This is an optimization exercise on Yosys and OpenROAD, whose aim is small area, a short achievable clock period and few clock cycles per item, not a production implementation. The RTL was checked by simulation tests, not by an equivalence proof against the original design. Power is estimated from default activity; no workload was simulated.

Setup of main:
## rs136_dec
module rs136_dec (
    input  wire       clk,
    input  wire       rst,
    input  wire       in_valid,
    input  wire [9:0] in_sym,
    output wire       in_ready,
    output reg        out_valid,
    output reg  [9:0] out_sym,
    output reg        out_last,
    output reg        out_fail,
    output reg  [2:0] out_nerr
);
    localparam N   = 136;
    localparam PL  = 2;              
    localparam RL  = 169;            
    function automatic [9:0] gf_mul(input [9:0] a, input [9:0] b);
        reg [18:0] p;
        integer i;
        begin
            p = 19'd0;
            for (i = 0; i < 10; i = i + 1)
                if (b[i]) p = p ^ ({9'd0, a} << i);
            for (i = 18; i >= 10; i = i - 1)
                if (p[i]) p = p ^ (19'h409 << (i - 10));
            gf_mul = p[9:0];
        end
    endfunction
    function automatic [8:0] pmul5(input [4:0] a, input [4:0] b);
        integer i;
        begin
            pmul5 = 9'd0;
            for (i = 0; i < 5; i = i + 1)
                if (b[i]) pmul5 = pmul5 ^ ({4'd0, a} << i);
        end
    endfunction
    function automatic [9:0] gf_kmul(input [9:0] a, input [9:0] b);
        reg [8:0] lo, hi, md;
        reg [18:0] p;
        integer i;
        begin
            lo = pmul5(a[4:0], b[4:0]);
            hi = pmul5(a[9:5], b[9:5]);
            md = pmul5(a[4:0] ^ a[9:5], b[4:0] ^ b[9:5]) ^ lo ^ hi;
            p  = {hi, 10'd0} ^ ({10'd0, md} << 5) ^ {10'd0, lo};
            for (i = 18; i >= 10; i = i - 1)
                if (p[i]) p = p ^ (19'h409 << (i - 10));
            gf_kmul = p[9:0];
        end
    endfunction
    function automatic [9:0] gf_sq(input [9:0] a);
        reg [18:0] p;
        integer i;
        begin
            p = 19'd0;
            for (i = 0; i < 10; i = i + 1)
                p[2*i] = a[i];
            for (i = 18; i >= 10; i = i - 1)
                if (p[i]) p = p ^ (19'h409 << (i - 10));
            gf_sq = p[9:0];
        end
    endfunction
    function automatic [9:0] gf_sqn(input [9:0] a, input integer n);
        integer i;
        begin
            gf_sqn = a;
            for (i = 0; i < n; i = i + 1)
                gf_sqn = gf_sq(gf_sqn);
        end
    endfunction
  ...
For scale: roughly 30 I/O pins.
==> flow/config.mk <==
export PLATFORM = sky130hd
export DESIGN_NAME = rs136_dec
export DESIGN_NICKNAME = rs136_dec
export VERILOG_FILES = /design/flow/design.v
export SDC_FILE = /design/flow/constraint.sdc
export NUM_CORES = 4
export LEC_CHECK = 0
export CAP_MARGIN = 20
export CORE_MARGIN = 2
export CORE_UTILIZATION = 70
export CTS_BUF_LIST = sky130_fd_sc_hd__clkbuf_8
export CTS_CLUSTER_DIAMETER = 50
export CTS_CLUSTER_SIZE = 16
export SLEW_MARGIN = 20
==> flow/constraint.sdc <==
create_clock -name core_clock -period 20.0 [get_ports {clk}]
set_input_delay 4.0000 -clock core_clock [delete_from_list [all_inputs] [get_ports {clk}]]
set_output_delay 4.0000 -clock core_clock [all_outputs]
set_load 0.01 [all_outputs]
run.sh (not shown) runs the stock make flow with config.mk's settings and CLKGATE_MAP_FILE= SYNTH_SCRIPT=/design/flow/synth_recipe.tcl, a recipe that flattens the netlist after the stock synthesis.
Testbench counts of main, summed over its fixed seeds: cycles 27,480, items 192.
Edits applied to the flow inputs when going from main to the feature branch:
--- a/flow/design.v
+++ b/flow/design.v
@@ -4,23 +4,23 @@
     input  wire       in_valid,
     input  wire [9:0] in_sym,
     output wire       in_ready,
     output reg        out_valid,
     output reg  [9:0] out_sym,
     output reg        out_last,
     output reg        out_fail,
     output reg  [2:0] out_nerr
 );
     localparam N   = 136;
     localparam PL  = 2;              
-    localparam RL  = 169;            
+    localparam RL  = 170;            
     function automatic [9:0] gf_mul(input [9:0] a, input [9:0] b);
         reg [18:0] p;
         integer i;
         begin
             p = 19'd0;
             for (i = 0; i < 10; i = i + 1)
                 if (b[i]) p = p ^ ({9'd0, a} << i);
             for (i = 18; i >= 10; i = i - 1)
                 if (p[i]) p = p ^ (19'h409 << (i - 10));
             gf_mul = p[9:0];
         end
@@ -199,46 +199,45 @@
         if (rst) begin
             in_ready_r <= 1'b1;
             nrdy_r     <= 1'b0;
             ins        <= 1'b0;
             cnt        <= 8'd0;
             incnt      <= 8'd0;
         end else begin
             in_ready_r <= acc ? rdy_a : rdy_n;
             nrdy_r     <= !(acc ? rdy_a : rdy_n);
             ins        <= acc;
             cnt        <= cnt1;
-            if (acc)
+            if (ins)
                 incnt <= (incnt == N - 1) ? 8'd0 : incnt + 8'd1;
         end
         if (ins)
             dins <= 8'd0;
         else
             dins <= (dins == 8'd0) ? RL - 1 : dins - 8'd1;
         if (ins && cnt == 8'd0)
             dcs <= RL - PL - 1;
         else if (cstart)
             dcs <= N - 1;
         else
             dcs <= (dcs == 8'd0) ? RL - 1 : dcs - 8'd1;
     end
     reg  [9:0] syn [0:7];
     reg  [9:0] synf [0:7];
-    wire       acc_ok  = acc && !rst;
-    wire       last_in = acc_ok && (incnt == N - 1);
+    wire       last_in = ins && (incnt == N - 1);
     always @* begin
         for (i = 0; i < 8; i = i + 1)
-            synf[i] = ((incnt == 8'd0) ? 10'd0 : gf_mul(syn[i], alpha_pow(i))) ^ in_sym;
+            synf[i] = ((incnt == 8'd0) ? 10'd0 : gf_mul(syn[i], alpha_pow(i))) ^ sym_q;
     end
     always @(posedge clk) begin
-        if (acc_ok)
+        if (ins)
             for (i = 0; i < 8; i = i + 1)
                 syn[i] <= synf[i];
     end
     reg  [9:0] S   [0:7];
     reg  [9:0] lam [0:4];           
     reg  [9:0] bp  [0:4];           
     reg  [9:0] bprev;               
     reg  [9:0] gam, dlt, accu, lreg, sreg;
     reg  [9:0] om0, om1, om3;
     reg  [3:0] len;
     reg  [2:0] r;
Across the feature branch and main, the outcome is the same: a clean finish for every run. The feature branch and main ended up with roughly the same growth of design area from synthesis to finish. [the feature branch] total detailed-routing wirelength fell 1.2% relative to main. Share of cell area taken by flip-flops and latches of the feature branch is on par with main. The feature branch vs. main: largest net degree at the start of global routing went up 16; number of ordinary and repair buffers in the finished layout now larger. The feature branch against main: via count down 221, adder and majority cell fraction of the synthesized area flat, total power of the final layout up 6.3%, critical path depth down 7. The feature branch ended with less met3 usage in global routing than main. Final-layout fill cell count (higher): the feature branch. The required arrival time at the worst endpoint number comes out higher for main vs the feature branch. Slowest stage cell on the critical path: sky130_fd_sc_hd__buf_4 -> main, sky130_fd_sc_hd__clkdlybuf4s50_1 -> the feature branch. Going from main to the feature branch, the part of the power in combinational logic was found to have gone up by 5.1 points.
Testbench counts of the feature branch, summed over its fixed seeds: cycles 27,488, items 192.

========
## v6
rs136_dec, a different RTL version from the one above (not shown whole).
Size in the first run: ~2,200 flip-flops.
==> flow/config.mk <==
export PLATFORM = sky130hd
export DESIGN_NAME = rs136_dec
export DESIGN_NICKNAME = rs136_dec
export VERILOG_FILES = /design/flow/design.v
export SDC_FILE = /design/flow/constraint.sdc
export NUM_CORES = 4
export LEC_CHECK = 0
export CAP_MARGIN = 20
export CORE_MARGIN = 2
export CORE_UTILIZATION = 70
export CTS_BUF_LIST = sky130_fd_sc_hd__clkbuf_8
export CTS_CLUSTER_DIAMETER = 50
export CTS_CLUSTER_SIZE = 16
export SLEW_MARGIN = 20
==> flow/constraint.sdc <==
create_clock -name core_clock -period 20.0 [get_ports {clk}]
set_input_delay 4.0000 -clock core_clock [delete_from_list [all_inputs] [get_ports {clk}]]
set_output_delay 4.0000 -clock core_clock [all_outputs]
set_load 0.01 [all_outputs]
standard.sh (not shown) runs the stock make flow with config.mk's settings and CLKGATE_MAP_FILE= SYNTH_SCRIPT=/design/flow/synth_recipe.tcl, a recipe that flattens the netlist after the stock synthesis.
==> flow/flow/run.sh <==
#!/bin/bash
# The standard layout (standard.sh: the ORFS flow, standard synthesis
# unchanged) with only the clock tree options changed: clkbuf_8 sink
# buffers in clusters of at most 16 sinks, a clkbuf_16 root buffer, and no
# dummy loads. The full output of the flow goes to flow_standard.log; ORFS
# keeps each step's own log under orfs/logs.
set -euo pipefail
export CTS_ARGS="-sink_clustering_enable -repair_clock_nets -sink_clustering_size 16 -sink_clustering_max_diameter 50 -buf_list sky130_fd_sc_hd__clkbuf_8 -root_buf sky130_fd_sc_hd__clkbuf_16 -dont_use_dummy_load"
bash standard.sh > flow_standard.log 2>&1
Testbench counts of v6, summed over its fixed seeds: cycles 27,488, items 192.
Relative to v6, the following input files were edited for v7:
diff --git a/flow/design.v b/flow/design.v
--- a/flow/design.v
+++ b/flow/design.v
@@ -55,14 +55,22 @@
             for (i = 0; i < 10; i = i + 1)
                 p[2*i] = a[i];
             for (i = 18; i >= 10; i = i - 1)
                 if (p[i]) p = p ^ (19'h409 << (i - 10));
             gf_sq = p[9:0];
         end
     endfunction
+    function automatic [9:0] gf_sqn(input [9:0] a, input integer n);
+        integer i;
+        begin
+            gf_sqn = a;
+            for (i = 0; i < n; i = i + 1)
+                gf_sqn = gf_sq(gf_sqn);
+        end
+    endfunction
     function automatic [9:0] alpha_pow(input integer i);
         case (i)
             0: alpha_pow = 10'h001;
             1: alpha_pow = 10'h002;
             2: alpha_pow = 10'h004;
             3: alpha_pow = 10'h008;
             4: alpha_pow = 10'h010;
@@ -79,24 +87,14 @@
             for (i = 0; i < 5; i = i + 1)
                 if (b[i]) p = p ^ ({4'd0, a} << i);
             for (i = 8; i >= 5; i = i - 1)
                 if (p[i]) p = p ^ (9'h029 << (i - 5));
             g5_mul = p[4:0];
         end
     endfunction
-    function automatic [4:0] g5_sq(input [4:0] a);
-        reg [8:0] p;
-        integer i;
-        begin
-            p = {a[4], 1'b0, a[3], 1'b0, a[2], 1'b0, a[1], 1'b0, a[0]};
-            for (i = 8; i >= 5; i = i - 1)
-                if (p[i]) p = p ^ (9'h029 << (i - 5));
-            g5_sq = p[4:0];
-        end
-    endfunction
     function automatic [9:0] to_comp(input [9:0] a);
         begin
             to_comp[0] = a[0] ^ a[1] ^ a[2] ^ a[4] ^ a[5] ^ a[8] ^ a[9];
             to_comp[1] = a[3] ^ a[4] ^ a[5] ^ a[6] ^ a[7] ^ a[9];
             to_comp[2] = a[3] ^ a[6];
             to_comp[3] = a[1] ^ a[5] ^ a[6];
             to_comp[4] = a[1] ^ a[4] ^ a[9];
@@ -398,15 +396,16 @@
     wire [9:0] om_sum  = om_c[0] ^ om_c[1] ^ om_c[2] ^ om_c[3];
     wire       rt1 = (lam_sum == 10'd0);
     wire [9:0] d1  = to_comp(lam_odd);
     wire [9:0] n1  = to_comp(om_sum);
     reg        rt2;
     reg  [4:0] hi2, lo2, ni2;
     reg  [2:0] nroots;
-    wire [4:0] nrm = g5_sq(d1[4:0] ^ d1[9:5]) ^ g5_mul(d1[4:0], d1[9:5]);
+    wire [4:0] nrm = g5_mul(d1[4:0], d1[4:0]) ^ g5_mul(d1[4:0], d1[9:5]) ^
+                     g5_mul(d1[9:5], d1[9:5]);
     wire [4:0] t0  = g5_mul(n1[4:0], d1[4:0] ^ d1[9:5]);
     wire [4:0] t1  = g5_mul(n1[9:5], d1[9:5]);
     wire [4:0] t2  = g5_mul(n1[4:0] ^ n1[9:5], d1[4:0]);
     wire [9:0] err = from_comp({g5_mul(hi2, ni2), g5_mul(lo2, ni2)});
     wire [2:0] nroots_tot = nroots + {2'd0, rt2};
     always @(posedge clk) begin
         rt2 <= rt1;
Notes after the runs:
v7 did not stop at any stage, and its layout met the timing, design-rule and antenna checks. Combinational power down about 25% in v7 wrt v6. Going from v6 to v7, global-route usage shrank by 0.43 points; total clock buffers created by CTS up 2; antenna diode count lower; power per standard cell area -5.2 mW/mm2; number of signal-net buffers in the layout saw a decrease. Floorplan row count: v7 > v6.
Testbench counts of v7, summed over its fixed seeds: cycles 27,488, items 192.

==> what the ideal ports hide <==
The flow's constraints put no driver on any port. The routed layouts listed below were extracted and timed again, unchanged, in two steps.
Step 1, drivers: a clkbuf_16 drives clk and a buf_2 each remaining input, both assumed.
Step 2 also shifts input and output timing later by t, the mid clock arrival at the registers, as if the neighbouring blocks saw the same clock.
a / b / c = ideal / step 1 / step 2; a / b = the first two.
run	t, ns	setup slack, ns	worst setup path at the end	latest minus earliest clock arrival (ns)
main	0.935	13.612 / 13.642 / 12.707	input to register	0.046 / 0.046
the feature branch	0.929	14.272 / 14.205 / 14.611	input to register	0.060 / 0.059
v6	0.746	14.386 / 14.316 / 14.646	input to register	0.135 / 0.135
v7	0.752	14.430 / 14.361 / 14.632	input to register	0.119 / 0.119
After both steps setup and hold are still met in every run listed. For main, which loses most, drivers alone change the setup slack by +0.030 ns; drivers and shift together by -0.905 ns.
